From an optimization exercise on the open Yosys and OpenROAD flow, aimed at small area, a short achievable clock period and few clock cycles per item; shortcuts taken in it are not production practice. In this exercise RTL edits were held to simulation tests only and were not proved equivalent to the original.

`flow/config.mk`:
```
export PLATFORM = sky130hd
export DESIGN_NAME = filet_dec
export DESIGN_NICKNAME = filet_dec
export VERILOG_FILES = /design/flow/design.v
export SDC_FILE = /design/flow/constraint.sdc
export NUM_CORES = 4
export LEC_CHECK = 0
export CAP_MARGIN = 20
export CORE_MARGIN = 2
export CORE_UTILIZATION = 40
export SLEW_MARGIN = 20
```
`flow/constraint.sdc`:
```
create_clock -name core_clock -period 24.0 [get_ports {clk}]
set_input_delay 4.8000 -clock core_clock [delete_from_list [all_inputs] [get_ports {clk}]]
set_output_delay 4.8000 -clock core_clock [all_outputs]
set_load 0.01 [all_outputs]
```
`flow/design.v`:
```
module filet_dec (
    input  wire        clk,
    input  wire        rst,           
    input  wire        in_valid,
    output wire        in_ready,
    input  wire [31:0] in_data,
    input  wire        in_last,       
    input  wire [1:0]  cfg_depth,     
    input  wire [12:0] cfg_len0,      
    input  wire [12:0] cfg_len1,      
    input  wire [12:0] cfg_len2,      
    output reg         out_valid,
    input  wire        out_ready,
    output reg  [19:0] out_data,
    output reg         out_eos,       
    output reg         out_eol,       
    output reg         out_err        
);
    localparam S_IDLE  = 3'd0;        
    localparam S_HDR   = 3'd1;        
    localparam S_SMP   = 3'd2;        
    localparam S_END   = 3'd3;        
    localparam S_FLUSH = 3'd4;        
    localparam S_DRAIN = 3'd5;        
    reg  [2:0]  state;
    reg  [95:0] bb;                   
    reg  [6:0]  bcnt;                 
    reg         got_last;             
    reg  [4:0]  b;
    reg  [12:0] len1, len2;
    reg  [1:0]  seq;
    reg  [12:0] srem;                 
    reg  [5:0]  bn;                   
    reg  [4:0]  k;
    reg         verb;
    reg  [6:0]  step;
    reg  [19:0] pred;
    reg         err;
    reg  [19:0] lastval;
    wire [19:0] top = (20'd1 << b) - 20'd1;
    wire [19:0] init = 20'd1 << (b - 5'd1);
    wire       take_any = (state == S_DRAIN) && !got_last;
    wire       take_buf = (state == S_IDLE) ||
                          ((state == S_HDR || state == S_SMP || state == S_END) &&
                           !got_last && bcnt <= 7'd64);
    assign in_ready = take_any || take_buf;
    wire       in_fire = in_valid && in_ready;
    wire       slot  = !out_valid || out_ready;
    wire       avail = (bcnt >= 7'd45) || got_last;
    reg  [4:0] m;
    integer i;
    always @* begin
        m = 5'd24;
        for (i = 0; i <= 23; i = i + 1)
            if (!bb[72 + i]) m = 5'd23 - i;
    end
    wire [95:0] after_ones = bb << (m + 5'd1);
    wire [95:0] after_esc  = bb << 24;
    wire [20:0] rice_bits  = (k == 5'd0) ? 21'd0 : (after_ones[95:75] >> (5'd21 - k));
    wire [20:0] esc_bits   = after_esc[95:75] >> (5'd20 - b);
    wire [25:0] u   = (m < 5'd24) ? (({21'd0, m} << k) | {5'd0, rice_bits})
                                  : {5'd0, esc_bits};
    wire [6:0]  rlen = (m < 5'd24) ? ({2'd0, m} + 7'd1 + {2'd0, k})
                                   : (7'd25 + {2'd0, b});
    wire [6:0]  need = verb ? {2'd0, b} : rlen;
    wire [24:0] qm   = u[0] ? (u[25:1] + 25'd1) : u[25:1];
    wire [31:0] prod = qm * step;
    wire signed [33:0] ysum = u[0] ? ($signed({14'd0, pred}) - $signed({2'd0, prod}))
                                   : ($signed({14'd0, pred}) + $signed({2'd0, prod}));
    wire [19:0] yr = (ysum < 0) ? 20'd0 :
                     (ysum > $signed({14'd0, top})) ? top : ysum[19:0];
    wire [19:0] yv = bb[95:76] >> (5'd20 - b);
    wire [19:0] y  = verb ? yv : yr;
    wire [5:0]  h_e = bb[95:90];
    wire [4:0]  h_k = bb[89:85];
    wire        seq_end  = (srem == 13'd1);
    wire        has_next = (seq == 2'd0 && len1 != 13'd0) ||
                           (seq == 2'd1 && len2 != 13'd0);
    wire        line_end = seq_end && !has_next;
    wire [12:0] next_len = (seq == 2'd0) ? len1 : len2;
    wire [4:0]  padn = bcnt[4:0];
    wire [95:0] padmask = ~(96'hFFFF_FFFF_FFFF_FFFF_FFFF_FFFF >> padn);
    wire        pad_bad = |(bb & padmask);
    reg  [6:0]  use_n;
    reg         step_ok;              
    always @* begin
        use_n = 7'd0;
        step_ok = 1'b0;
        if (state == S_HDR && avail && bcnt >= 7'd11) begin
            use_n = 7'd11;
            step_ok = 1'b1;
        end else if (state == S_SMP && avail && slot && bcnt >= need) begin
            use_n = need;
            step_ok = 1'b1;
        end
    end
    wire        fail_hdr = (state == S_HDR) && got_last && bcnt < 7'd11;
    wire        fail_smp = (state == S_SMP) && got_last && slot && bcnt < need;
    wire [6:0]  bcnt_u = bcnt - use_n;
    wire [95:0] bb_u   = bb << use_n;
    always @(posedge clk) begin
        if (rst) begin
            state     <= S_IDLE;
            bcnt      <= 7'd0;
            bb        <= 96'd0;
            got_last  <= 1'b0;
            out_valid <= 1'b0;
        end else begin
            if (out_ready)
                out_valid <= 1'b0;
            if (in_fire && take_buf) begin
                bb   <= bb_u | ({in_data, 64'd0} >> bcnt_u);
                bcnt <= bcnt_u + 7'd32;
            end else begin
                bb   <= bb_u;
                bcnt <= bcnt_u;
            end
            if (in_fire && in_last)
                got_last <= 1'b1;
            case (state)
            S_IDLE: if (in_fire) begin
                b    <= (cfg_depth == 2'd0) ? 5'd10 :
                        (cfg_depth == 2'd1) ? 5'd12 : 5'd20;
                pred <= (cfg_depth == 2'd0) ? 20'd512 :
                        (cfg_depth == 2'd1) ? 20'd2048 : 20'd524288;
                len1 <= cfg_len1;
                len2 <= cfg_len2;
                seq  <= 2'd0;
                srem <= cfg_len0;
                err  <= 1'b0;
                state <= S_HDR;
            end
            S_HDR: if (fail_hdr) begin
                err   <= 1'b1;
                state <= S_FLUSH;
            end else if (step_ok) begin
                k    <= h_k;
                verb <= (h_k == 5'd31);
                step <= {h_e, 1'b1};
                bn   <= (srem >= 13'd32) ? 6'd32 : srem[5:0];
                if (h_k != 5'd31 && h_k > b) begin
                    err   <= 1'b1;
                    state <= S_FLUSH;
                end else begin
                    state <= S_SMP;
                end
            end
            S_SMP: if (fail_smp) begin
                err   <= 1'b1;
                state <= S_FLUSH;
            end else if (step_ok) begin
                pred <= y;
                srem <= srem - 13'd1;
                bn   <= bn - 6'd1;
                if (line_end) begin
                    lastval <= y;
                    state   <= S_END;
                end else begin
                    out_valid <= 1'b1;
                    out_data  <= y;
                    out_eos   <= seq_end;
                    out_eol   <= 1'b0;
                    out_err   <= 1'b0;
                    if (seq_end) begin
                        seq   <= seq + 2'd1;
                        srem  <= next_len;
                        pred  <= init;
                        state <= S_HDR;
                    end else if (bn == 6'd1) begin
                        state <= S_HDR;
                    end
                end
            end
            S_END: if (got_last) begin
                if (slot) begin
                    out_valid <= 1'b1;
                    out_data  <= lastval;
                    out_eos   <= 1'b1;
                    out_eol   <= 1'b1;
                    out_err   <= err || pad_bad || (bcnt > {2'd0, padn});
                    got_last  <= 1'b0;
                    bcnt      <= 7'd0;
                    bb        <= 96'd0;
                    state     <= S_IDLE;
                end
            end else begin
                err   <= 1'b1;
                state <= S_DRAIN;
            end
            S_FLUSH: if (slot) begin
                if (line_end) begin
                    lastval <= 20'd0;
                    state   <= S_DRAIN;
                end else begin
                    out_valid <= 1'b1;
                    out_data  <= 20'd0;
                    out_eos   <= seq_end;
                    out_eol   <= 1'b0;
                    out_err   <= 1'b0;
                    srem      <= seq_end ? next_len : srem - 13'd1;
                    if (seq_end) seq <= seq + 2'd1;
                end
            end
            default: if (got_last && slot) begin    
                out_valid <= 1'b1;
                out_data  <= lastval;
                out_eos   <= 1'b1;
                out_eol   <= 1'b1;
                out_err   <= 1'b1;
                got_last  <= 1'b0;
                bcnt      <= 7'd0;
                bb        <= 96'd0;
                state     <= S_IDLE;
            end
            endcase
        end
    end
endmodule
```
`flow/run.sh`:
```
#!/bin/bash
# synth_recipe.tcl (not shown) runs the flow's synth.tcl, then flattens the netlist and writes it again
# the make line also repeats each setting of config.mk as NAME=value (left out here)
make -C /OpenROAD-flow-scripts/flow DESIGN_CONFIG=/design/flow/config.mk WORK_HOME=/design/flow/orfs CLKGATE_MAP_FILE= SYNTH_SCRIPT=/design/flow/synth_recipe.tcl finish
```
==> out/results.tsv <==
stage	metric	value	unit
worst_hold_path	hp-start	lastval[14]	
detailed_routing	vias_per_cell	6.291	
sta	worst_slew_pin_slew	1.058	ns
critical_path	cpPeakStageDelay	0.78	ns
cts	cts_max_path_buffers	3	
critical_path	timing.rr.start	bb[88]	
worst_hold_path	min_to	out_data[14]	
detailed_routing	drt_wl_total	137.5	mm
outcome	outcome	complete, no violations	
sta	post-route-min-period	17.86	ns
placed_design	dp_hpwl	106.1	mm
grt	grt_pass1_wl	208.5	mm
detailed_routing	final_antenna_net_count	0	
floorplanning	start_util	40.50	%
synthesis	syn_area	35240	um^2
final_layout	final_util	43.81	%
placed_design	gp_congestion	1.025	
floorplanning	num_io_pins	103	
sta	setup_tns	0	ns
worst_hold_path	hp-class	reg -> reg	
sta	maxSlewViolCount	0	
final_layout	fin_nets	4748	
sta	setup_violations	0	
synthesis	netlist_instances	4507	
detailed_routing	initialDrtViolationCount	4099	
cts	tritoncts	built	
sta	fmaxAchievable	55.99	MHz
grt	grt_pass1_vias	33450	
cts	cts_setup_buffers	0	
floorplanning	die_w	300.8	um
cts	cts_hold_buffers	0	
floorplanning	core_area	87020	um^2
critical_path	cpMostUsedCell	a21oi_1	
cts	clock-sinks	235	
final_layout	drive_gt1_share	9.041	%
synthesis	ys_warn_count	1	
critical_path	cp_max_fo	69	
cts	post_cts_resized	0	
critical_path	arrival	18.29	ns
synthesis	async_flop_share	0	%
critical_path	worstPathRequired	24.43	ns
synthesis	yosys-top-cells-area	mux2i_1, edfxtp_1, fa_1, dfxtp_1, ha_1	
placed_design	dpl.cell_count	5522	
critical_path	critPathBufInv	9	
synthesis	synth_edf_count	127	
cts	numCtsBuffers	25	
final_layout	fin_cells	5569	
final_layout	layout_commonest_cell	nor2_1	
synthesis	synth_top_cell_area_share	11.87	%
final_layout	final_cell_mix	nor2_1, nand2_1, mux2i_1, a21oi_1, o21ai_0	
final_layout	syn2layout_area_growth	8.187	%
synthesis	avgSynthCellArea	7.819	um^2
placed_design	portBuffers	102	
grt	overflow	0	
cts	clk_pin_slew_worst_paths	0.07	ns
synthesis	ys_types	110	
critical_path	critPathLaunchType	register	
detailed_routing	dr_total_vias	35030	
cts	ctsRootBufferMaster	clkbuf_16	
synthesis	synth_nets	4861	
final_layout	fin_area	38130	um^2
floorplanning	dieArea	90490	um^2
floorplanning	die_h	300.8	um
synthesis	synth-seq-area-share	16.96	%
cts	clk_latency	0.58	ns
sta	timing.slew.headroom	28.74	%
worst_hold_path	hold_depth	2	
detailed_routing	wl_per_cell	24.69	um
grt	grtUsageTotal	29.47	%
critical_path	cpMaxStageDelayCell	dfxtp_1	
critical_path	critPathKind	reg -> reg	
sta	finalHoldViolations	0	
synthesis	ys_ff_latch	235	
critical_path	r2r-end	lastval[4]	
synthesis	synth_ff_type	edfxtp_1	
critical_path	ff2ff_setup_slack	6.14	ns
run	maxCapViolCount	0	
detailed_routing	drcViolationCount	0	
critical_path	cp-end-kind	register	
detailed_routing	drt_pass1_iterations	6	
grt	antenna_found_initial	2	
sta	fin_skew	0.01969	ns
synthesis	synth_largest_area_cell	mux2i_1	
sta	rsz0062_at_grt	false	
grt	grt_max_degree	89	
cts	htree_levels	1	
floorplanning	rows	108	
critical_path	cp_top_family	compound AO/OA/AOI/OAI gates	
sta	period_share	74.42	%
placed_design	placed_cell_area	37220	um^2
critical_path	r2r_cells	57	
[cells by family (layout without fill, tap and decap cells)]
group | after synthesis | count (layout) | synth area share, %
and+or+nand+nor | 1600 | 1600 | 21.14
AOI/OAI and AO/OA | 1135 | 1135 | 21.39
muxes | 589 | 589 | 18.97
buffers and inverters | 554 | 460 | 6.273
adders and majority gates | 277 | 277 | 12.34
DFF | 235 | 235 | 16.96
xor gates and xnor gates | 117 | 117 | 2.929
other | 0 | 1 | 0
[worst register-to-register path: cells and delay by family (launching register included)]
kind	cells	cell delay, ns
DFF	1	0.78
adders and majority gates	9	3.77
xor gates and xnor gates	2	0.70
and+or+nand+nor	13	3.49
AOI/OAI and AO/OA	22	6.07
buffers and inverters	9	2.21
muxes	2	0.70
[synth_stat cells (56+ instances only)]
| cell | count |
|---|---|
| dfxtp_1 | 108 |
| a31oi_1 | 56 |
| nor3_1 | 117 |
| o211ai_1 | 63 |
| inv_1 | 215 |
| nand3_1 | 101 |
| clkbuf_1 | 237 |
| and2_1 | 124 |
| xnor2_1 | 78 |
| fa_1 | 118 |
| ha_1 | 158 |
| mux2i_1 | 418 |
| a21oi_1 | 272 |
| a211oi_1 | 75 |
| nand2_1 | 468 |
| o21ai_0 | 222 |
| mux2_2 | 119 |
| edfxtp_1 | 127 |
| nor2_1 | 521 |
[area by class of cell]
cell class              count  area [um^2]
inverters                 224        840.8
diodes                      1        2.502
clock inverters            16        214.0
repair buffers            190         1682
clock buffers              30        674.4
well taps                1155         1445
flip-flops and latches    235         5976
multi-input cells        3718        27290
fillers                  8840        48900
[per-stage QoR]
| stage | hold WS, ns | setup slack [ns] |
|---|---|---|
| 2_1_floorplan | 0.4171 | 9.543 |
| 3_3_place_gp | 0.5203 | 6.891 |
| 3_5_place_dp | 0.5269 | 6.529 |
| 4_1_cts | 0.5428 | 6.475 |
| 5_1_grt | 0.5744 | 4.795 |
| 6_report | 0.5452 | 6.139 |
[metal layers]
layer / wire length (um) / GRT usage (%) / vias up
li1: - / - / 16180
met1: 58380 / 40.29 / 16910
met2: 62960 / 47.59 / 1660
met3: 9950 / 2.987 / 288
met4: 6215 / 11.88 / 2
met5: 7 / 0 / -
[sequential cells by signal (all words and copies together), names as in the netlist, 2 cells and up]
name and cells:
lastval 20, srem 13, bb 96, bcnt 7
len1 13, out_data 20, b 4, step 6
pred 20, seq 2, state 3, k 5
bn 6, len2 13
[worst max-delay path by stage]
stage	startpoint	to	slack (ns)	cells past startpoint
after CTS	bb[88]	pred[4]	6.48	57
after global routing	bb[88]	pred[18]	4.80	59
after global placement	bb[88]	pred[4]	6.89	57
after floorplan	bb[73]	pred[17]	9.54	66
after detailed placement	bb[88]	pred[4]	6.53	57
final	bb[88]	lastval[4]	6.14	57
Testbench counts, summed over its fixed seeds: cycles 114,239, samples 109,175.

-- static timing again, ports no longer ideal --
How much do the figures lean on ideal ports? The routed layout below was timed once more, with nothing changed but the port constraints.
Step 1, drivers: a clkbuf_16 drives clk and a buf_2 each remaining input, both assumed.
Step 2 adds t to the input delays and takes it off the output delays; t is the mean of the earliest and latest rising clock arrival at the registers after step 1. Input paths then give back, and output paths get back, about the clock's delay inside the block.
Three values: ideal, step 1, step 2; two values: the first two.
shift t [ns]: 0.633
slack for setup (ns): 6.139 / 6.139 / 6.139
latest minus earliest clock arrival (ns): 0.019 / 0.020
worst register clock-pin slew, ns: 0.07 / 0.07
After both steps this run still meets setup and hold. For this run, drivers alone change the setup slack by 0.000 ns; drivers and shift together by 0.000 ns.
